Source: an optimization exercise on an open RTL-to-GDS flow (aim: small area and a short achievable clock period). Production flows keep margins and buffers that such runs may drop. Function was checked by simulation only, so behaviour that the tests miss may differ from the original. Power figures rest on the tool's default switching activity, not on a simulated workload.

==> flow/design.v (excerpt) <==
module dec_addsub (
    input  wire         clk,
    input  wire         rst,
    input  wire         in_valid,
    input  wire [1:0]   in_op,
    input  wire [127:0] in_a,
    input  wire [127:0] in_b,
    output reg          out_valid,
    output wire [127:0] out_result,
    output wire [1:0]   out_cmp,
    output wire         out_ovf,
    output wire         out_dec_data
);
Size: ~390 I/O pins, about 13000 um^2 of cells after synthesis.
clock: 70.0 ns
lec_check: 0
abc_clock_period_in_ps: 55000
cap_margin: 20
core_margin: 2
core_utilization: 40
cts_buf_list: sky130_fd_sc_hd__clkbuf_8
slew_margin: 20
standard.sh (not shown) runs the stock make flow with config.mk's settings and CLKGATE_MAP_FILE= SYNTH_SCRIPT=/design/flow/synth_recipe.tcl, a recipe that flattens the netlist after the stock synthesis.
==> flow/flow/run.sh <==
#!/bin/bash
# Standard layout, with the smallest buffer on every input and output port,
# and timing repair asked for a setup slack of 50.0 ns.
set -euo pipefail
bash standard.sh BUFFER_PORTS_ARGS="-buffer_cell sky130_fd_sc_hd__buf_1" SETUP_SLACK_MARGIN=50.0 finish > standard.log 2>&1
The first run produced a clean layout.
Rerun with:
==> flow/flow/run.sh (replaced) <==
#!/bin/bash
# Standard layout, with the smallest buffer on every input and output port,
# timing repair asked for a setup slack of 50.0 ns, and a clock tree of
# clkbuf_4 and clkbuf_8 buffers without dummy loads.
set -euo pipefail
bash standard.sh BUFFER_PORTS_ARGS="-buffer_cell sky130_fd_sc_hd__buf_1" SETUP_SLACK_MARGIN=50.0 \
  CTS_ARGS="-sink_clustering_enable -repair_clock_nets -buf_list {sky130_fd_sc_hd__clkbuf_4 sky130_fd_sc_hd__clkbuf_8} -dont_use_dummy_load" \
  finish > standard.log 2>&1
--- a/flow/config.mk
+++ b/flow/config.mk
@@ -12 +11,0 @@
-export CTS_BUF_LIST = sky130_fd_sc_hd__clkbuf_8
=> The changed run completed without violations; routed wire length hardly moves; area after synthesis is unchanged; clock power fell by a quarter to a third.
Rerun with:
==> flow/flow/run.sh (replaced) <==
#!/bin/bash
# Standard layout, with the smallest buffer on every input and output port,
# and timing repair asked for a setup slack of 50.0 ns.
set -euo pipefail
bash standard.sh BUFFER_PORTS_ARGS="-buffer_cell sky130_fd_sc_hd__buf_1" SETUP_SLACK_MARGIN=50.0 finish > standard.log 2>&1
- wire length is lower by 0.85%
- cell count is higher by 0.64%
- non-clock buffer count stays the same
- sequential cell count stays the same
- total power is higher by 8.6%
- utilization is higher by 1.1 points
- sequential share of layout area is lower by 0.42 points
Rerun with:
--- a/flow/config.mk
+++ b/flow/config.mk
@@ -7,0 +8 @@
+export ABC_AREA = 1
Result: Setup slack gains 0.32 ns. Power rose by 0.74%. Non-clock buffer count fell by 3. Die area grows by 7.7%. Fmax goes up by 1.7%. Final area rises by 6.1%.
Rerun with:
==> flow/flow/run.sh (replaced) <==
#!/bin/bash
# Standard layout, with the smallest buffer on every input and output port,
# timing repair asked for a setup slack of 50.0 ns, and a clock tree of
# clkbuf_8 buffers without dummy loads.
set -euo pipefail
bash standard.sh BUFFER_PORTS_ARGS="-buffer_cell sky130_fd_sc_hd__buf_1" SETUP_SLACK_MARGIN=50.0 \
  CTS_ARGS="-sink_clustering_enable -repair_clock_nets -buf_list sky130_fd_sc_hd__clkbuf_8 -dont_use_dummy_load" \
  finish > standard.log 2>&1
--- a/flow/config.mk
+++ b/flow/config.mk
@@ -8 +7,0 @@
-export ABC_AREA = 1
@@ -12 +11,2 @@
-export CORE_UTILIZATION = 40
+export CORE_UTILIZATION = 60
+export PLACE_DENSITY = 0.8
Outcome:
- The new run ran to the end with no violations
- cell count falls by 22%
- flip-flop and latch count stays the same
- cell area goes down by 9.4%
- total power decreases by 9.1%
Rerun with:
==> flow/flow/run.sh (replaced) <==
#!/bin/bash
# Standard layout, with the smallest buffer on every input and output port,
# and timing repair asked for a setup slack of 51 ns.
set -euo pipefail
bash standard.sh BUFFER_PORTS_ARGS="-buffer_cell sky130_fd_sc_hd__buf_1" SETUP_SLACK_MARGIN=51 finish > standard.log 2>&1
--- a/flow/config.mk
+++ b/flow/config.mk
@@ -11,2 +11 @@
-export CORE_UTILIZATION = 60
-export PLACE_DENSITY = 0.8
+export CORE_UTILIZATION = 40
Worst setup slack gains 0.54 ns.
Core utilization drops by 15 points.
Sequential cell count stays the same.
Design area rose by 18%.
Wire length grows by 20%.
Area after synthesis does not change.
Final cell count goes up by 12%.
Hold slack gets better by 0.025 ns.
Non-clock buffer count increases by 98.
Global-route usage goes down by 7.7 points.
Fmax goes up by 2.8%.

========
lane 1:
Starting RTL as in the previous note.
Settings: LEC_CHECK=0, ABC_CLOCK_PERIOD_IN_PS=55000, CAP_MARGIN=20, CORE_MARGIN=2, CORE_UTILIZATION=40, GPL_ROUTABILITY_DRIVEN=0, GPL_TIMING_DRIVEN=0, SLEW_MARGIN=20; clock period 70.0 ns.
==> flow/flow/run.sh <==
#!/bin/bash
# Standard layout, with the smallest buffer on every input and output port,
# timing repair asked for a setup slack of 50.0 ns, and a clock tree of
# clkbuf_8 buffers without dummy loads.
set -euo pipefail
bash standard.sh BUFFER_PORTS_ARGS="-buffer_cell sky130_fd_sc_hd__buf_1" SETUP_SLACK_MARGIN=50.0 \
  CTS_ARGS="-sink_clustering_enable -repair_clock_nets -buf_list sky130_fd_sc_hd__clkbuf_8 -dont_use_dummy_load" \
  finish > standard.log 2>&1
[inputs] lane 2 vs lane 1
- GPL_TIMING_DRIVEN removed (was 0)
- GPL_ROUTABILITY_DRIVEN removed (was 0)
==> flow/flow/run.sh <==
#!/bin/bash
# Standard layout, with the smallest buffer on every input and output port,
# timing repair asked for a setup slack of 50 ns, and a clock tree of
# smaller buffers.
set -euo pipefail
bash standard.sh BUFFER_PORTS_ARGS="-buffer_cell sky130_fd_sc_hd__buf_1" SETUP_SLACK_MARGIN=50.0 CTS_ARGS="-sink_clustering_enable -repair_clock_nets -buf_list sky130_fd_sc_hd__clkbuf_8 -dont_use_dummy_load -sink_clustering_size 24 -sink_clustering_max_diameter 80" finish > standard.log 2>&1
--- outcome ---
- Power share of the sequential group: lane 2 vs lane 1 up 1.9 points
- In the flow results for lane 2 and lane 1, the post-DP HPWL is larger on lane 1.
- Fraction of met3 tracks used by global routing for lane 2 is lower than for lane 1.
- Compare lane 2 and lane 1 | total power consumption of the routed design higher: lane 1
- Cmp lane 2 and lane 1 / overall via count from detail_route / lower: lane 2
- The lower sum of routed wire length over all layers came out of lane 2.
- Lane 1 -> lane 2: number of signal-net buffers in the layout decreased by more than 10%
- Diff lane 1 -> lane 2: clock network contribution to total cell area about even; number of nets in the layout fell 53; worst hold-check slack rose 0.0060 ns.
What lane 3 does differently from lane 2 at the input level:
==> flow/flow/run.sh <==
#!/bin/bash
# Standard layout, with the smallest buffer on every input and output port.
set -euo pipefail
bash standard.sh BUFFER_PORTS_ARGS="-buffer_cell sky130_fd_sc_hd__buf_1" finish > standard.log 2>&1
### Flow results
Taking lane 2 as the reference, in lane 3 part of the power in the clock network has increased; clock slew at the register clock pins of the worst setup and hold paths has decreased.
Lane 3: detailed route wirelength on metal2 is 260 µm lower than what lane 2 reported.
The routed via count of lane 2 and that of lane 3 are within noise of each other.
In lane 3, the wire length after detailed routing came out 490 µm below the value in lane 2.
Core utilization: lane 3 higher than lane 2
buf_4 as the worst-path cell with the longest stage delay was reported by lane 3, and fa_1 by lane 2.
## Diff of input files: lane 4 against lane 3
==> flow/flow/run.sh <==
#!/bin/bash
# Standard layout, with the smallest buffer on every input and output port,
# timing repair asked for a setup slack of 50.15 ns, and a clock tree of
# clkbuf_8 buffers without dummy loads.
set -euo pipefail
bash standard.sh BUFFER_PORTS_ARGS="-buffer_cell sky130_fd_sc_hd__buf_1" SETUP_SLACK_MARGIN=50.15 \
  CTS_ARGS="-sink_clustering_enable -repair_clock_nets -buf_list sky130_fd_sc_hd__clkbuf_8 -dont_use_dummy_load" \
  finish > standard.log 2>&1
==> notes.md <==
Going from lane 3 to lane 4, the biggest cell delay along the critical path was found to have gone down by 0.02 ns.
Clock period minus worst slack delta (lane 4 − lane 3): favourable
When lane 4 is measured against lane 3, its number of buffers and inverters on the critical path turns out 2 higher.
[diff] worst hold slack, lane 4 relative to lane 3: regression
Going from lane 3 to lane 4, clock network fraction of design power down 7.3 points; combinational power went up.

-- re-timing with driven ports --
The flow's constraints put no driver on any port. The routed layouts listed below were extracted and timed again, unchanged, in two steps. Step 1 sets driving cells, clkbuf_16 on the clock port and buf_2 on the other inputs (assumed; they add their load-dependent delay and slew). Step 2 also shifts input and output timing later by t, the mid clock arrival at the registers, as if the neighbouring blocks saw the same clock. a / b / c = no drivers / after step 1 / after step 2; a / b = the first two.
| run | shift t [ns] | setup slack, ns | latest minus earliest clock arrival (ns) | cell pins on the clock port's net |
|---|---|---|---|---|
| the first run of note 1 | 0.497 | 50.387 / 50.419 / 49.922 | 0.017 / 0.018 | 1 |
| the second run of note 1 | 0.485 | 50.433 / 50.461 / 49.976 | 0.034 / 0.034 | 1 |
| the third run of note 1 | 0.476 | 50.418 / 50.452 / 49.977 | 0.015 / 0.015 | 1 |
| the fourth run of note 1 | 0.475 | 50.742 / 50.774 / 50.299 | 0.013 / 0.013 | 1 |
| the fifth run of note 1 | 0.485 | 50.327 / 50.351 / 49.866 | 0.032 / 0.032 | 1 |
| the sixth run of note 1 | 0.479 | 50.862 / 50.872 / 50.392 | 0.009 / 0.009 | 1 |
| lane 1 | 0.488 | 50.225 / 50.252 / 49.764 | 0.028 / 0.029 | 1 |
| lane 2 | 0.485 | 50.433 / 50.461 / 49.976 | 0.034 / 0.034 | 1 |
| lane 3 | 0.474 | 49.551 / 49.587 / 49.113 | 0.015 / 0.014 | 1 |
| lane 4 | 0.484 | 50.413 / 50.444 / 49.960 | 0.032 / 0.032 | 1 |
After both steps every run listed still meets setup and hold. The setup slack of the sixth run of note 1, which loses most, moves by +0.010 ns with the drivers and by -0.470 ns with both steps.
